This is an optimization exercise on Yosys and OpenROAD, whose aim is small area, a short achievable clock period and few clock cycles per item, not a production implementation.
In this exercise RTL edits were held to simulation tests only and were not proved equivalent to the original.
Power figures rest on the tool's default switching activity, not on a simulated workload.

==> design/flow/design.v <==
module lcr_ageing (
    input  wire         clk,
    input  wire         rst,           
    input  wire         in_valid,
    output wire         in_ready,
    input  wire [511:0] in_curve,      
    input  wire [15:0]  in_dose,       
    input  wire [15:0]  in_scale,      
    input  wire [15:0]  in_target,     
    input  wire         in_age,        
    output reg          out_valid,
    output reg  [16:0]  out_e,         
    output reg  [16:0]  out_a          
);
    assign in_ready = 1'b1;
    reg  [15:0] eff0, eff1, dose0, dose1;
    reg         beyond;
    reg         found;
    integer     j;
    always @(*) begin
        eff0   = in_curve[15*32+31 -: 16];
        eff1   = in_curve[15*32+31 -: 16];
        dose0  = 16'd0;
        dose1  = 16'd1;
        beyond = 1'b1;
        found  = 1'b0;
        for (j = 0; j < 15; j = j + 1) begin
            if (!found && in_curve[32*j +: 16] <= in_dose && in_dose <= in_curve[32*(j+1) +: 16]) begin
                found  = 1'b1;
                beyond = 1'b0;
                eff0   = in_curve[32*j+16 +: 16];
                eff1   = in_curve[32*(j+1)+16 +: 16];
                dose0  = in_curve[32*j +: 16];
                dose1  = in_curve[32*(j+1) +: 16];
            end
        end
    end
    reg         s1_valid;
    reg  [15:0] s1_eff0, s1_eff1, s1_dose0, s1_dose1, s1_dose;
    reg         s1_beyond;
    reg  [15:0] s1_scale, s1_target;
    reg         s1_age;
    always @(posedge clk) begin
        if (rst)
            s1_valid <= 1'b0;
        else
            s1_valid <= in_valid;
        s1_eff0   <= eff0;
        s1_eff1   <= eff1;
        s1_dose0  <= dose0;
        s1_dose1  <= dose1;
        s1_dose   <= in_dose;
        s1_beyond <= beyond;
        s1_scale  <= in_scale;
        s1_target <= in_target;
        s1_age    <= in_age;
    end
    wire signed [16:0] eff_diff = $signed({1'b0, s1_eff1}) - $signed({1'b0, s1_eff0});
    wire        [15:0] dd       = s1_dose - s1_dose0;
    wire        [15:0] span     = s1_dose1 - s1_dose0;
    wire signed [33:0] num      = eff_diff * $signed({1'b0, dd});
    wire        [32:0] num_mag  = num[33] ? -num[32:0] : num[32:0];
    wire        [32:0] quo      = num_mag / {17'd0, span};            
    wire signed [17:0] interp   = $signed({2'b00, s1_eff0}) + (num[33] ? -$signed({1'b0, quo[16:0]}) : $signed({1'b0, quo[16:0]}));
    wire signed [17:0] e_raw    = s1_beyond ? $signed({2'b00, s1_eff1}) : interp;
    wire signed [17:0] loss     = 18'sd32768 - e_raw;
    wire signed [34:0] loss_s   = loss * $signed({1'b0, s1_scale});
    wire signed [34:0] shrink   = loss_s >>> 15;                      
    wire signed [34:0] e_full   = 35'sd32768 - shrink;
    wire        [16:0] e        = (e_full < 35'sd1) ? 17'd1 : e_full[16:0];
    reg         s2_valid;
    reg  [16:0] s2_e;
    reg  [15:0] s2_target;
    reg         s2_age;
    always @(posedge clk) begin
        if (rst)
            s2_valid <= 1'b0;
        else
            s2_valid <= s1_valid;
        s2_e      <= e;
        s2_target <= s1_target;
        s2_age    <= s1_age;
    end
    wire [31:0] a_num = {s2_target, 16'd0};
    wire [31:0] a_quo = a_num / {15'd0, s2_e};
    wire [16:0] a     = !s2_age ? 17'd65536 :
                        (a_quo > 32'd65536) ? 17'd65536 : a_quo[16:0];
    always @(posedge clk) begin
        if (rst)
            out_valid <= 1'b0;
        else
            out_valid <= s2_valid;
        out_e <= s2_e;
        out_a <= a;
    end
endmodule
==> design/flow/run.sh <==
#!/bin/bash
# synth_recipe.tcl (not shown) runs the flow's synth.tcl, then flattens the netlist and writes it again
# the make line also repeats each setting of config.mk as NAME=value (left out here)
make -C /OpenROAD-flow-scripts/flow DESIGN_CONFIG=/design/flow/config.mk WORK_HOME=/design/flow/orfs CLKGATE_MAP_FILE= SYNTH_SCRIPT=/design/flow/synth_recipe.tcl finish
==> design/flow/config.mk <==
export PLATFORM = sky130hd
export DESIGN_NAME = lcr_ageing
export DESIGN_NICKNAME = lcr_ageing
export VERILOG_FILES = /design/flow/design.v
export SDC_FILE = /design/flow/constraint.sdc
export NUM_CORES = 4
export LEC_CHECK = 0
export CAP_MARGIN = 20
export CORE_MARGIN = 2
export CORE_UTILIZATION = 40
export SLEW_MARGIN = 20
==> design/flow/constraint.sdc <==
create_clock -name core_clock -period 115.0 [get_ports {clk}]
set_input_delay 23.0000 -clock core_clock [delete_from_list [all_inputs] [get_ports {clk}]]
set_output_delay 23.0000 -clock core_clock [all_outputs]
set_load 0.01 [all_outputs]
==> run summary <==
==> through the flow <==
| step | instance area [um2] | total power [mW] | hold WS, ns | setup slack [ns] |
|---|---|---|---|---|
| floorplan | 91600 | 1150 | 0.310 | 0.0115 |
| global placement | 104000 | 1140 | 0.311 | 0.0437 |
| detailed placement | 104000 | 1150 | 0.312 | -2.22 |
| CTS | 104000 | 1150 | 0.333 | 0.0168 |
| global route | 107000 | 1250 | 0.337 | -0.755 |
| finish | 107000 | 1220 | 0.330 | 6.18 |
==> registers in the layout, summed over array words and instances, names as in the netlist, 16 cells and up <==
signal,cells
s1_dose0,16
s2_e,17
s1_dose1,16
s2_target,16
out_e,17
s1_eff1,16
s1_target,16
s1_scale,16
out_a,17
s1_eff0,16
s1_dose,16
==> synth_stat cells, types with 21 or more instances <==
cell type     n
nor2b_1     164
or2_2       115
o22ai_1      30
mux2_2      164
inv_1      1023
buf_2        35
fa_1        569
nand4_1     159
nor4_1       60
ha_1       1299
nor3_1      442
a211oi_1    151
or4_1        29
mux2i_1      82
xnor2_1     361
a21o_1      320
a21oi_1    1127
o21ai_1      23
o21bai_1     72
a211o_1      31
nand2_1    1240
o2111ai_1    28
o31ai_1     221
xor2_1      220
nand3_1     214
o211ai_1    151
a222oi_1     33
and4_1       34
and3_1       79
dfxtp_1     185
and2_1      213
nor2_1     1275
o31a_1       25
buf_1        53
or3_1        93
a31oi_1     107
nand3b_1     21
o21a_1      407
nand2b_1    220
a31o_2       24
o211a_1      35
o21ai_0     677
a21boi_0     37
clkbuf_1    360
==> layout make-up <==
cell class                 count  area [um2]  share of cell area (%)
antenna                       56         140                   0.131
clock buffer                  17         425                   0.399
clock inverter                15         229                   0.215
inverter                    1027        3860                    3.62
multi-input combinational  11000       83900                    78.7
sequential                   185        3710                    3.48
tap                         3009        3760                    3.53
timing repair buffer        1189       10600                    9.91
==> repair_timing <==
action                     4_1_cts  5_1_grt
setup buffers                    9       70
pin swaps                        3      103
setup endpoints to repair       17       17
resized for setup               26      362
cloned                           0        6
==> cells in the final DEF (no fill, tap or decap), types with 163 or more instances in the layout <==
cell type and instances:
o31ai_1 211, inv_1 1017, nand2b_1 214, fa_1 565, nand3_1 211, nor2_1 1231, xnor2_1 354, dfxtp_1 183
and2_1 207, nand2_1 1225, clkdlybuf4s50_1 598, o21ai_0 629, buf_4 571, xor2_1 214, ha_1 1284, o21a_1 405
mux2_2 163, a21oi_1 1066, nor3_1 432, a21o_1 317
==> routing by layer <==
metal,global-route usage (%),part of all wire [%],vias up,wire (um)
li1,-,-,47000,-
met1,39.2,43,45700,155000
met2,50.2,46,3010,169000
met3,3.77,6.2,595,22700
met4,13.2,4.6,22,16600
met5,0,0.038,-,138
==> cell families (layout without fill, tap and decap cells) <==
| kind of cell | Yosys count | count (layout) | share of synthesized area, % |
|---|---|---|---|
| simple gates | 4500 | 4504 | 23.7 |
| other cells | 1 | 57 | 0.00410 |
| xor+xnor | 582 | 582 | 5.58 |
| compound gates | 3800 | 3800 | 27.2 |
| flops | 185 | 185 | 4.05 |
| buf+inv | 1484 | 2248 | 6.18 |
| mux | 250 | 250 | 2.97 |
| fa+ha+maj | 1873 | 1873 | 30.3 |
==> flow_metrics.env <==
export IMPL_outcome="timing/DRC/antenna clean"
export IMPL_remaining_global_route_overflow=0
export IMPL_crit_path_top_delay_cell="or4b_2"
export IMPL_critical_path_max_fanout=15
export IMPL_ff2ff_path_depth=598
export IMPL_ys_flop_type="dfxtp_1"
export IMPL_pg_clk_mw=0.0742
export IMPL_cp_endpoint="s2_e[14]"
export IMPL_yosysTopAreaCellShare_pct=17.8
export IMPL_place_gp_congestion=1.03
export IMPL_timing_critical_path_depth=598
export IMPL_number_of_nets_with_antenna_violations_after_detailed_routing=0
export IMPL_grt_total_usage_pct=30.2
export IMPL_fraction_of_final_layout_cells_with_drive_strength_greater_than_1_pct=10.1
export IMPL_die_area_mm2=0.232
export IMPL_firstDrtPassIters=10
export IMPL_port_buffers=598
export IMPL_cp_data_arrival_time_ns=109.28
export IMPL_crit_share_post_route_pct=94.6
export IMPL_fp_dieW_um=482
export IMPL_regToRegStartpoint="s1_eff1[0]"
export IMPL_global_route_wire_length_before_repair_um=548000
export IMPL_total_nets_after_synthesis=15100
export IMPL_pwr_density_cell_mw_per_mm2=11400
export IMPL_starting_density_pct=40.2
export IMPL_timing_clock_skew_ns=0.0289
export IMPL_max_slew_worst_pin_slew_ns=1.28
export IMPL_hpwlAfterDp_um=301000
export IMPL_path_common_cell="o21a_1"
export IMPL_tritoncts="yes"
export IMPL_internal_power_mw=533
export IMPL_combinationalPower_mw=1220
export IMPL_p_sw_share_pct=56.3
export IMPL_total_switching_power_mw=687
export IMPL_yosys_register_bits=185
export IMPL_worst_setup_path_end_kind="register"
export IMPL_dp_cells=16300
export IMPL_timing_critical_path_buf_inv=40
export IMPL_vias=96400
export IMPL_timing_critical_path_slowest_cell_delay_ns=0.62
export IMPL_hold_path_depth=0
export IMPL_cts_reportedPaths_clkPinSlew_ns=0.12
export IMPL_grt_antenna_before_repair=77
export IMPL_synth_edff_count=0
export IMPL_cp_startpoint="s1_eff1[0]"
export IMPL_h_tree_depth=4
export IMPL_detail_route_vias_per_cell=5.84
export IMPL_share_of_synthesized_registers_carrying_an_async_set_or_reset_pct=0
export IMPL_vias_in_the_first_global_route=91000
export IMPL_synth_area_per_cell_um2=7.21
export IMPL_fin_cells=16500
export IMPL_finalWorstPathRequiredPeriod_ns=108.82
export IMPL_main_area_contributors_after_synthesis="ha_1 (18%), fa_1 (12%), a21oi_1 (6.2%), nor2_1 (5.2%), nand2_1 (5.1%)"
export IMPL_postCtsHoldBufs=0
export IMPL_cts_root_buffer_cell="clkbuf_16"
export IMPL_hold_viol_final=0
export IMPL_hp_start="s1_target[12]"
export IMPL_ys_warnings_count=1
export IMPL_hold_path_class="register to register"
export IMPL_max_cap_viol_count=0
export IMPL_routedWlPerCell_um=22.0
export IMPL_r2r_setup_slack_ns=6.18
export IMPL_crit_family="compound AO/OA/AOI/OAI gates"
export IMPL_drt_initial_drc_count=7983
export IMPL_required_time_of_the_critical_path_ns=115.46
export IMPL_total_neg_setup_slack_ns=0
export IMPL_boundaryPins=600
export IMPL_grt_start_max_net_pins=85
export IMPL_peak_ir_drop_on_the_vdd_network_uv=6940
export IMPL_p_r_area_growth_vs_syn_pct=16.6
export IMPL_critical_path_reg2reg_endpoint="s2_e[14]"
export IMPL_largestPowerGroup="combinational cells"
export IMPL_clock_insertion_delay_worst_skew_ns=0.56
export IMPL_synth_seq_area_share_pct=4.05
export IMPL_power_share_combinational_pct=100.0
export IMPL_achievable_frequency_mhz=9.19
export IMPL_net_count_reported_at_finish=15900
export IMPL_finalSetupViolCount=0
export IMPL_drc_errors=0
export IMPL_synthesis_instances=12700
export IMPL_cts_made_buffers=17
export IMPL_seq_cell_power_mw=0.433
export IMPL_synth_distinct_cells=136
export IMPL_max_slew_margin_rel_pct=14.0
export IMPL_final_core_util_pct=46.9
export IMPL_chipHeight_um=482
export IMPL_slew_viol_final=0
export IMPL_rows=175
export IMPL_clkSinkCount=185
export IMPL_syn_cell_area_mm2=0.0914
export IMPL_fillcell_total=23300
export IMPL_startpoint_type="register"
export IMPL_p_seq_share_pct=0
export IMPL_synth_top_area_cell="ha_1"
export IMPL_clock_power_share_pct=0
export IMPL_core_area_mm2=0.227
export IMPL_max_clock_path_buffers=2
export IMPL_route_final_wire_length_um=364000
export IMPL_criticalPathCategory="register to register"
export IMPL_holdPathEnd="s2_target[12]"
export IMPL_leakagePower_nw=47.3
Testbench counts, summed over its fixed seeds: cycles 8,216, items 8,192.

## what the ideal ports hide
How much do the figures lean on ideal ports? The routed layout below was timed once more, with nothing changed but the port constraints. Step 1 sets driving cells, clkbuf_16 on the clock port and buf_2 on the other inputs (assumed; they add their load-dependent delay and slew). Step 2 moves the port delays by t, midway between the first and last clock arrival at a register: inputs arrive t later, outputs are due t later. That takes back most of the time a late clock gives input paths. Three values: ideal ports, drivers, drivers and shift; two values: the first two.
t, ns: 0.627
setup WS [ns]: 6.178 / 6.178 / 6.178
latest minus earliest clock arrival (ns): 0.037 / 0.037
slew at the worst register clock pin (ns): 0.12 / 0.12
pins driven straight from the clock port: 1
After both steps this run still meets setup and hold. The setup slack of this run moves by 0.000 ns with the drivers and by 0.000 ns with both steps.
